This design comes from an exercise in tuning for small area, a short achievable clock period and few clock cycles per item on the open sky130 flow, not from production work.
At most, simulation tests tie the RTL to the original design; equivalence was not proved.

== old ==
==> flow/design.v (excerpt) <==
module rs_col_decoder (
    input  wire       clk,
    input  wire       rst,
    input  wire       in_valid,
    output wire       in_ready,
    input  wire [7:0] in_data,
    input  wire       in_erase,
    output reg        corr_valid,
    output reg  [7:0] corr_pos,
    output reg  [7:0] corr_val,
    output reg        res_valid,
    output reg        res_fail
);
For scale: roughly 10000 cells after synthesis, about 2200 flip-flops, roughly 32 I/O pins, about 0.10 mm² of cells after synthesis.
export LEC_CHECK = 0
export CAP_MARGIN = 20
export CORE_MARGIN = 2
export CORE_UTILIZATION = 70
export CTS_CLUSTER_DIAMETER = 60
export CTS_CLUSTER_SIZE = 30
export SLEW_MARGIN = 20
create_clock -name core_clock -period 12.0 [get_ports {clk}]
standard.sh (not shown) runs the stock make flow with config.mk's settings and CLKGATE_MAP_FILE= SYNTH_SCRIPT=/design/flow/synth_recipe.tcl, a recipe that flattens the netlist after the stock synthesis.
==> flow/flow/run.sh <==
#!/bin/bash
# Standard layout with three changes:
#  - the port buffers of buffer_ports are buf_4,
#  - timing repair aims at a setup slack of 8.75 ns (the design runs well
#    below the 12 ns clock),
#  - clock tree synthesis adds no dummy loads.
export BUFFER_PORTS_ARGS="-buffer_cell sky130_fd_sc_hd__buf_4"
export SETUP_SLACK_MARGIN=8.75
export CTS_ARGS="-sink_clustering_enable -repair_clock_nets -sink_clustering_size 30 -sink_clustering_max_diameter 60 -dont_use_dummy_load"
bash standard.sh > standard.log 2>&1
Here is what was changed in the inputs of new compared with old.
-- flow/design.v --
<<< old, line 118
    localparam integer M  = 7;      
    localparam integer N  = 35;     
    localparam integer D  = 33;     
    localparam [33*8-1:0] POWJ = {8'h9d, 8'hc0, 8'h60, 8'h30, 8'h18, 8'h0c, 8'h06, 8'h03, 8'h8f, 8'hc9, 8'hea, 8'h75, 8'hb4, 8'h5a, 8'h2d, 8'h98, 8'h4c, 8'h26, 8'h13, 8'h87, 8'hcd, 8'he8, 8'h74, 8'h3a, 8'h1d, 8'h80, 8'h40, 8'h20, 8'h10, 8'h08, 8'h04, 8'h02, 8'h01};
    localparam [7:0] ALPHA_247 = 8'h83;    
>>> new, line 118
    localparam integer M  = 7;      
    localparam integer N  = 35;     
    localparam integer D  = 34;     
    localparam [33*8-1:0] POWJ = {8'h9d, 8'hc0, 8'h60, 8'h30, 8'h18, 8'h0c, 8'h06, 8'h03, 8'h8f, 8'hc9, 8'hea, 8'h75, 8'hb4, 8'h5a, 8'h2d, 8'h98, 8'h4c, 8'h26, 8'h13, 8'h87, 8'hcd, 8'he8, 8'h74, 8'h3a, 8'h1d, 8'h80, 8'h40, 8'h20, 8'h10, 8'h08, 8'h04, 8'h02, 8'h01};
    localparam [7:0] ALPHA_247 = 8'h83;    
<<< old, line 150
    reg  [7:0] xa;          
    reg  [5:0] ecnt_a;      
    assign in_ready = rdy;
    wire       accept = in_valid & rdy;
    wire       firstpos = (cnt_a == 8'd0);
    wire       lastpos  = (cnt_a == 8'd247);
    wire [5:0] ecnt_n = firstpos ? {5'd0, in_erase} :
                        (in_erase && ecnt_a != 6'd33) ? ecnt_a + 6'd1 : ecnt_a;
    wire [7:0] xa_next;
    rs_gf_mul u_xa (.a(xa), .b(ALPHA_INV), .p(xa_next));
    reg  [7:0] s1 [0:31];
    reg        s2_idle;
    wire       hand  = accept & lastpos;
    wire [7:0] s1_mul [0:31];
    generate
>>> new, line 150
    reg  [7:0] xa;          
    reg  [5:0] ecnt_a;      
    reg        v1;          
    reg  [7:0] d1;
    reg  [7:0] x1;
    reg        first1, last1;
    reg        pk1;         
    assign in_ready = rdy;
    wire       accept = in_valid & rdy;
    wire       lastpos = (cnt_a == 8'd247);
    wire [7:0] xa_next;
    rs_gf_mul u_xa (.a(xa), .b(ALPHA_INV), .p(xa_next));
    reg  [7:0] s1 [0:31];
    reg        s2_idle;
    wire       proc1 = v1 & (~last1 | s2_idle);
    wire       hand  = proc1 & last1;
    wire [7:0] s1_mul [0:31];
    generate
<<< old, line 170
    reg  [5:0] occ, occm1;
    wire [7:0] fq_old = fq[occm1];
    wire       push   = accept & in_erase & (firstpos | (ecnt_a < 6'd32));
    wire       pop;
    wire [5:0] occ_next = occ + {5'd0, push} - {5'd0, pop};
>>> new, line 173
    reg  [5:0] occ, occm1;
    wire [7:0] fq_old = fq[occm1];
    wire       push   = proc1 & pk1;
    wire       pop;
    wire [5:0] occ_next = occ + {5'd0, push} - {5'd0, pop};
<<< old, line 338
        cs1 <= ph4 ? 8'd0 : sr[8*(M-1) +: 8];
        cs2 <= ph4 ? 8'd0 : sr[8*(M-2) +: 8];
        if (accept) begin
            for (i = 0; i < 32; i = i + 1)
                s1[i] <= (firstpos ? 8'd0 : s1_mul[i]) ^ in_data;
        end
        if (push) begin
            fq[0] <= xa;
            for (i = 1; i < D; i = i + 1) fq[i] <= fq[i-1];
        end
        if (hand) begin
            f2  <= ecnt_n;
            f2e <= (ecnt_n > 6'd32) ? 6'd32 : ecnt_n;
        end
        if (gld) gm <= mat(gsrc);
>>> new, line 341
        cs1 <= ph4 ? 8'd0 : sr[8*(M-1) +: 8];
        cs2 <= ph4 ? 8'd0 : sr[8*(M-2) +: 8];
        if (proc1) begin
            for (i = 0; i < 32; i = i + 1)
                s1[i] <= (first1 ? 8'd0 : s1_mul[i]) ^ d1;
        end
        if (push) begin
            fq[0] <= x1;
            for (i = 1; i < D; i = i + 1) fq[i] <= fq[i-1];
        end
        if (accept) begin
            d1     <= in_data;
            x1     <= xa;
            first1 <= (cnt_a == 8'd0);
            last1  <= lastpos;
            pk1    <= in_erase && ((cnt_a == 8'd0) || (ecnt_a < 6'd32));
        end
        if (hand) begin
            f2  <= ecnt_a;
            f2e <= (ecnt_a > 6'd32) ? 6'd32 : ecnt_a;
        end
        if (gld) gm <= mat(gsrc);
<<< old, line 444
            xa      <= ALPHA_247;
            ecnt_a  <= 6'd0;
            occ     <= 6'd0;
            occm1   <= 6'd63;
>>> new, line 454
            xa      <= ALPHA_247;
            ecnt_a  <= 6'd0;
            v1      <= 1'b0;
            occ     <= 6'd0;
            occm1   <= 6'd63;
<<< old, line 468
                cnt_a  <= lastpos ? 8'd0 : cnt_a + 8'd1;
                xa     <= lastpos ? ALPHA_247 : xa_next;
                ecnt_a <= ecnt_n;
            end
            rdy <= ~(accept && lastpos) &&
                   ~((accept ? (cnt_a == 8'd246) : lastpos) &&
                     ~((s2_idle && !hand) || (m_dn && load3))) &&
                   (occ_next <= D - 1);
            occ   <= occ_next;
            occm1 <= occ_next - 6'd1;
>>> new, line 479
                cnt_a  <= lastpos ? 8'd0 : cnt_a + 8'd1;
                xa     <= lastpos ? ALPHA_247 : xa_next;
                ecnt_a <= (cnt_a == 8'd0) ? {5'd0, in_erase} :
                          (in_erase && ecnt_a != 6'd33) ? ecnt_a + 6'd1 : ecnt_a;
            end
            if (accept) v1 <= 1'b1;
            else if (proc1) v1 <= 1'b0;
            rdy <= ~((accept && lastpos) || (v1 && last1 && !proc1)) &&
                   (occ_next <= D - 2);
            occ   <= occ_next;
            occm1 <= occ_next - 6'd1;
Notes after the runs:
The flow did not stop early for new: all stages ran, and the layout cleared the timing, design-rule and antenna checks.
The final layout from old, which completed every stage, passed the timing, design-rule and antenna checks at the end of the flow.
As far as weighted congestion at the end of routability-driven global placement is concerned, old and new perform about the same.
new vs old, critical path startpoint: rdy vs in_valid
Going from old to new, cell area up about 0.5%; non-clock buffer count down 7.9%.
No functional check of the RTL was part of any run of this note.

---

rs_col_decoder, a different RTL version from the one above (not shown whole).
For scale: ~11000 cells after synthesis, ~32 I/O pins, about 0.11 mm^2 of cells after synthesis.
clock: 12.0 ns
lec_check: 0
cap_margin: 20
core_margin: 2
core_utilization: 70
cts_cluster_diameter: 60
cts_cluster_size: 30
slew_margin: 20
==> flow/flow/run.sh <==
#!/bin/bash
# Standard layout; port buffers taken as buf_4, and timing repair aimed at
# a setup slack of 8.75 ns (the design runs well below the 12 ns clock).
export BUFFER_PORTS_ARGS="-buffer_cell sky130_fd_sc_hd__buf_4"
export SETUP_SLACK_MARGIN=8.75
bash standard.sh > standard.log 2>&1
Testbench counts at the start, summed over its fixed seeds: cycles 203,247, columns 800.
Change:
--- a/flow/design.v
+++ b/flow/design.v
@@ -291,18 +291,19 @@
     output reg  [7:0] corr_pos,
     output reg  [7:0] corr_val,
     output reg        res_valid,
     output reg        res_fail
 );
     localparam integer M  = 7;      
     localparam integer N  = 35;     
     localparam integer D  = 34;     
     localparam [33*8-1:0] POWJ = {8'h9d, 8'hc0, 8'h60, 8'h30, 8'h18, 8'h0c, 8'h06, 8'h03, 8'h8f, 8'hc9, 8'hea, 8'h75, 8'hb4, 8'h5a, 8'h2d, 8'h98, 8'h4c, 8'h26, 8'h13, 8'h87, 8'hcd, 8'he8, 8'h74, 8'h3a, 8'h1d, 8'h80, 8'h40, 8'h20, 8'h10, 8'h08, 8'h04, 8'h02, 8'h01};
+    localparam [33*8-1:0] NEGJ = {8'h09, 8'h12, 8'h24, 8'h48, 8'h90, 8'h3d, 8'h7a, 8'hf4, 8'hf5, 8'hf7, 8'hf3, 8'hfb, 8'heb, 8'hcb, 8'h8b, 8'h0b, 8'h16, 8'h2c, 8'h58, 8'hb0, 8'h7d, 8'hfa, 8'he9, 8'hcf, 8'h83, 8'h1b, 8'h36, 8'h6c, 8'hd8, 8'had, 8'h47, 8'h8e, 8'h01};
     localparam [7:0] ALPHA_247 = 8'h83;    
     localparam [7:0] ALPHA_INV = 8'h8e;    
     function [7:0] xa1(input [7:0] v);
         xa1 = {v[6:0], 1'b0} ^ (v[7] ? 8'h1d : 8'h00);
     endfunction
     function [63:0] mat(input [7:0] v);
         reg [7:0] t;
         integer q;
         begin
@@ -457,34 +458,34 @@
             gsrc = ca[4] ? ha : capa;
             dsrc = cb[4] ? hb : capb;
         end
         default: ;
         endcase
     end
     assign pop = ((kst == K_START) && (f2e != 6'd0)) ||
                  (m_bm && ph4 && !itl && ersn);
     wire kge_n = ers ? 1'b1 : (chg ? 1'b0 : (k2 >= -7'sd1));
-    reg  [7:0] lc [0:32];      
-    reg  [7:0] wc [0:31];      
+    reg  [7:0] lc [0:32];
+    reg  [7:0] wc [0:31];
     reg        act3, pl3;
     reg  [7:0] pos3;       
     reg  [5:0] cnt3;
     reg        over3, bad3;
     wire       s3_ready = ~act3 | pl3;
     wire       load3    = m_dn && ph0 && s3_ready;
     wire [7:0] lc_step [0:32];
     wire [7:0] wc_step [0:31];
     generate
         for (g = 0; g < 33; g = g + 1) begin : g_chl
-            rs_gf_mul u_ms (.a(lc[g]), .b(POWJ[8*g +: 8]), .p(lc_step[g]));
+            rs_gf_mul u_ms (.a(lc[g]), .b(NEGJ[8*g +: 8]), .p(lc_step[g]));
         end
         for (g = 0; g < 32; g = g + 1) begin : g_cho
-            rs_gf_mul u_ms (.a(wc[g]), .b(POWJ[8*(g+1) +: 8]), .p(wc_step[g]));
+            rs_gf_mul u_ms (.a(wc[g]), .b(NEGJ[8*g +: 8]), .p(wc_step[g]));
         end
     endgenerate
     reg [7:0] lam_sum, lam_odd, om_sum;
     always @* begin
         lam_sum = 8'd0;
         lam_odd = 8'd0;
         om_sum  = 8'd0;
         for (i = 0; i < 33; i = i + 1) begin
             lam_sum = lam_sum ^ lc[i];
@@ -587,20 +588,20 @@
         K_OM: if (ph4) begin
             la <= {la[4:0], la[6:5]};
             if (la[5] || la[6]) ca <= {ca[3:0], 1'b0};
             lb <= {lb[4:0], lb[6:5]};
             if (lb[5] || lb[6]) cb <= {cb[3:0], 1'b0};
         end
         default: ;
         endcase
         if (load3) begin
-            for (i = 0; i < 33; i = i + 1) lc[i] <= dr[8*(32-i) +: 8];
-            for (i = 0; i < 32; i = i + 1) wc[i] <= tr[8*(31-i) +: 8];
+            for (i = 0; i < 33; i = i + 1) lc[i] <= dr[8*i +: 8];
+            for (i = 0; i < 32; i = i + 1) wc[i] <= tr[8*i +: 8];
             cnt3  <= L2;
             over3 <= 1'b0;
             bad3  <= (f2 > 6'd32) || ({L2, 1'b0} > {1'b0, f2} + 7'd32);
         end else begin
             for (i = 0; i < 33; i = i + 1) lc[i] <= lc_step[i];
             for (i = 0; i < 32; i = i + 1) wc[i] <= wc_step[i];
             if (root) begin
                 cnt3 <= cnt3 - 6'd1;
                 if (cnt3 == 6'd0) over3 <= 1'b1;
Outcome: The new run ran to the end with no violations; fmax hardly moves; worst setup slack gets worse by 0.0085 ns; routed wire length shrinks slightly; global-route usage shrinks by 0.37 points; via count grows slightly; design area grows slightly; critical path depth is unchanged; clock-buffer cell count shrinks by 8; die area grows slightly; non-clock buffer count grows by 28; sequential share of layout area shrinks by 0.40 points.
For the second run of this note, only the layout was checked, not whether the RTL still works.

---

alpha:
rs_col_decoder, a different RTL version from the one above (not shown whole).
For scale: roughly 2,200 flip-flops, about 32 I/O pins, roughly 110,000 um^2 of cells after synthesis.
Settings: LEC_CHECK=0, CAP_MARGIN=20, CORE_MARGIN=2, CORE_UTILIZATION=70, CTS_CLUSTER_DIAMETER=60, CTS_CLUSTER_SIZE=30, SLEW_MARGIN=20; clock period 12.0 ns.
==> flow/flow/run.sh <==
#!/bin/bash
# Standard layout with three changes:
#  - the port buffers of buffer_ports are buf_4,
#  - timing repair aims at a setup slack of 8.75 ns (the design runs well
#    below the 12 ns clock),
#  - clock tree synthesis adds no dummy loads.
export BUFFER_PORTS_ARGS="-buffer_cell sky130_fd_sc_hd__buf_4"
export SETUP_SLACK_MARGIN=8.75
export CTS_ARGS="-sink_clustering_enable -repair_clock_nets -sink_clustering_size 30 -sink_clustering_max_diameter 60 -dont_use_dummy_load"
bash standard.sh > standard.log 2>&1
Testbench counts of alpha, summed over its fixed seeds: cycles 203,255, columns 800.
Modified inputs, beta compared to alpha
--- a/flow/design.v
+++ b/flow/design.v
@@ -177,24 +177,25 @@
     wire [5:0] occ_next = occ + {5'd0, push} - {5'd0, pop};
     localparam [2:0] K_IDLE = 3'd0, K_START = 3'd1, K_START2 = 3'd2, K_LOAD = 3'd3, K_BM = 3'd4,
                      K_OM = 3'd5, K_DONE = 3'd6;
     reg  [2:0] kst;
     reg  [4:0] ph;           
     reg  [4:0] it;           
     reg        itl;          
     reg  [5:0] f2;           
     reg  [5:0] f2e;          
     reg  [5:0] L2;
     reg  signed [6:0] k2;
-    reg  [63:0] gm, dm;      
-    reg  [7:0]  dv;          
+    reg  [7:0]  gv, dv;      
+    wire [63:0] gm = mat(gv);    
+    wire [63:0] dm = mat(dv);
     reg  [7:0]  gsrc, dsrc;  
     reg         gld, dld;    
     reg  [7:0] dnx;          
     reg  [7:0] xn;           
     reg        ers, chg, ersn, chgn;
     reg        m_ld, m_bm, m_om, m_dn;
     reg        k_d1, k_s0, k_t0;            
     reg        k_ok, tuse;
     reg  [6:0] zln;          
     reg  [4:0] zch;          
     reg  [6:0] la, lb;       
@@ -350,27 +351,24 @@
         if (accept) begin
             d1     <= in_data;
             x1     <= xa;
             first1 <= (cnt_a == 8'd0);
             last1  <= lastpos;
             pk1    <= in_erase && ((cnt_a == 8'd0) || (ecnt_a < 6'd32));
         end
         if (hand) begin
             f2  <= ecnt_a;
             f2e <= (ecnt_a > 6'd32) ? 6'd32 : ecnt_a;
         end
-        if (gld) gm <= mat(gsrc);
-        if (dld) begin
-            dm <= mat(dsrc);
-            dv <= dsrc;
-        end
+        if (gld) gv <= gsrc;
+        if (dld) dv <= dsrc;
         if (kst == K_START) xn <= fq_old;
         if (m_bm && ph[3] && ersn) xn <= fq_old;    
         if (m_bm && ph0) dnx <= dn_l[0];
         if (m_bm && ph[1]) chgn <= (dnx != 8'd0) && kge_n;
         if (m_bm && ph0) ersn <= ({1'b0, it} + 6'd1 < f2e);
         if (m_bm && ph0) begin
             capa <= dn_l[0];
             capb <= dn_l[1];
         end else if (m_om) begin
             if (|(ca & ph)) capa <= ha;
             if (|(cb & ph)) capb <= hb;
==> notes.md <==
When beta is set beside alpha, its number of sinks handled by clock tree synthesis turns out to be 42 smaller. Signed area change from the synthesized netlist to the final layout ended up 2.8 points higher on beta than on alpha. Against alpha, wire length on met3 in beta rose by more than a quarter. beta vs alpha on minimum setup slack in the final design: beta is the higher one. Row non-clock buffer count: beta higher / alpha lower. Against alpha, beta reports a transition time at the pin with the least slew margin that is higher.
No functional check of the RTL was part of beta.

[re-timing with driven ports]
In the flow no input, the clock included, has a driving cell. The finished layouts below were timed again as built, in two steps.
Step 1 assumes that a clkbuf_16 drives the clock port and a buf_2 every other input.
Step 2 adds t to the input delays and takes it off the output delays; t is the mean of the earliest and latest rising clock arrival at the registers after step 1. Input paths then give back, and output paths get back, about the clock's delay inside the block.
Slacks: ideal ports / drivers / drivers and shift; pairs: ideal ports / drivers.
run | t, ns | setup slack, ns | hold WS [ns] | clock arrival spread, ns | worst slew at a driven data input, ns
old | 0.858 | 8.208 / 8.186 / 7.376 | 0.241 / 0.241 / 0.241 | 0.131 / 0.131 | 0.06
new | 0.871 | 8.175 / 8.091 / 7.906 | 0.284 / 0.284 / 0.284 | 0.117 / 0.117 | 0.27
the first run of note 2 | 0.914 | 8.296 / 8.202 / 8.178 | 0.326 / 0.326 / 0.326 | 0.059 / 0.059 | 0.06
the second run of note 2 | 0.915 | 8.288 / 8.197 / 7.892 | 0.328 / 0.328 / 0.328 | 0.065 / 0.064 | 0.10
alpha | 0.907 | 8.282 / 8.195 / 8.144 | 0.324 / 0.324 / 0.324 | 0.114 / 0.114 | 0.11
beta | 0.886 | 8.323 / 8.231 / 8.098 | 0.294 / 0.294 / 0.294 | 0.100 / 0.100 | 0.06
After both steps every run listed still meets setup and hold. The setup slack of old, which loses most, moves by -0.022 ns with the drivers and by -0.832 ns with both steps.
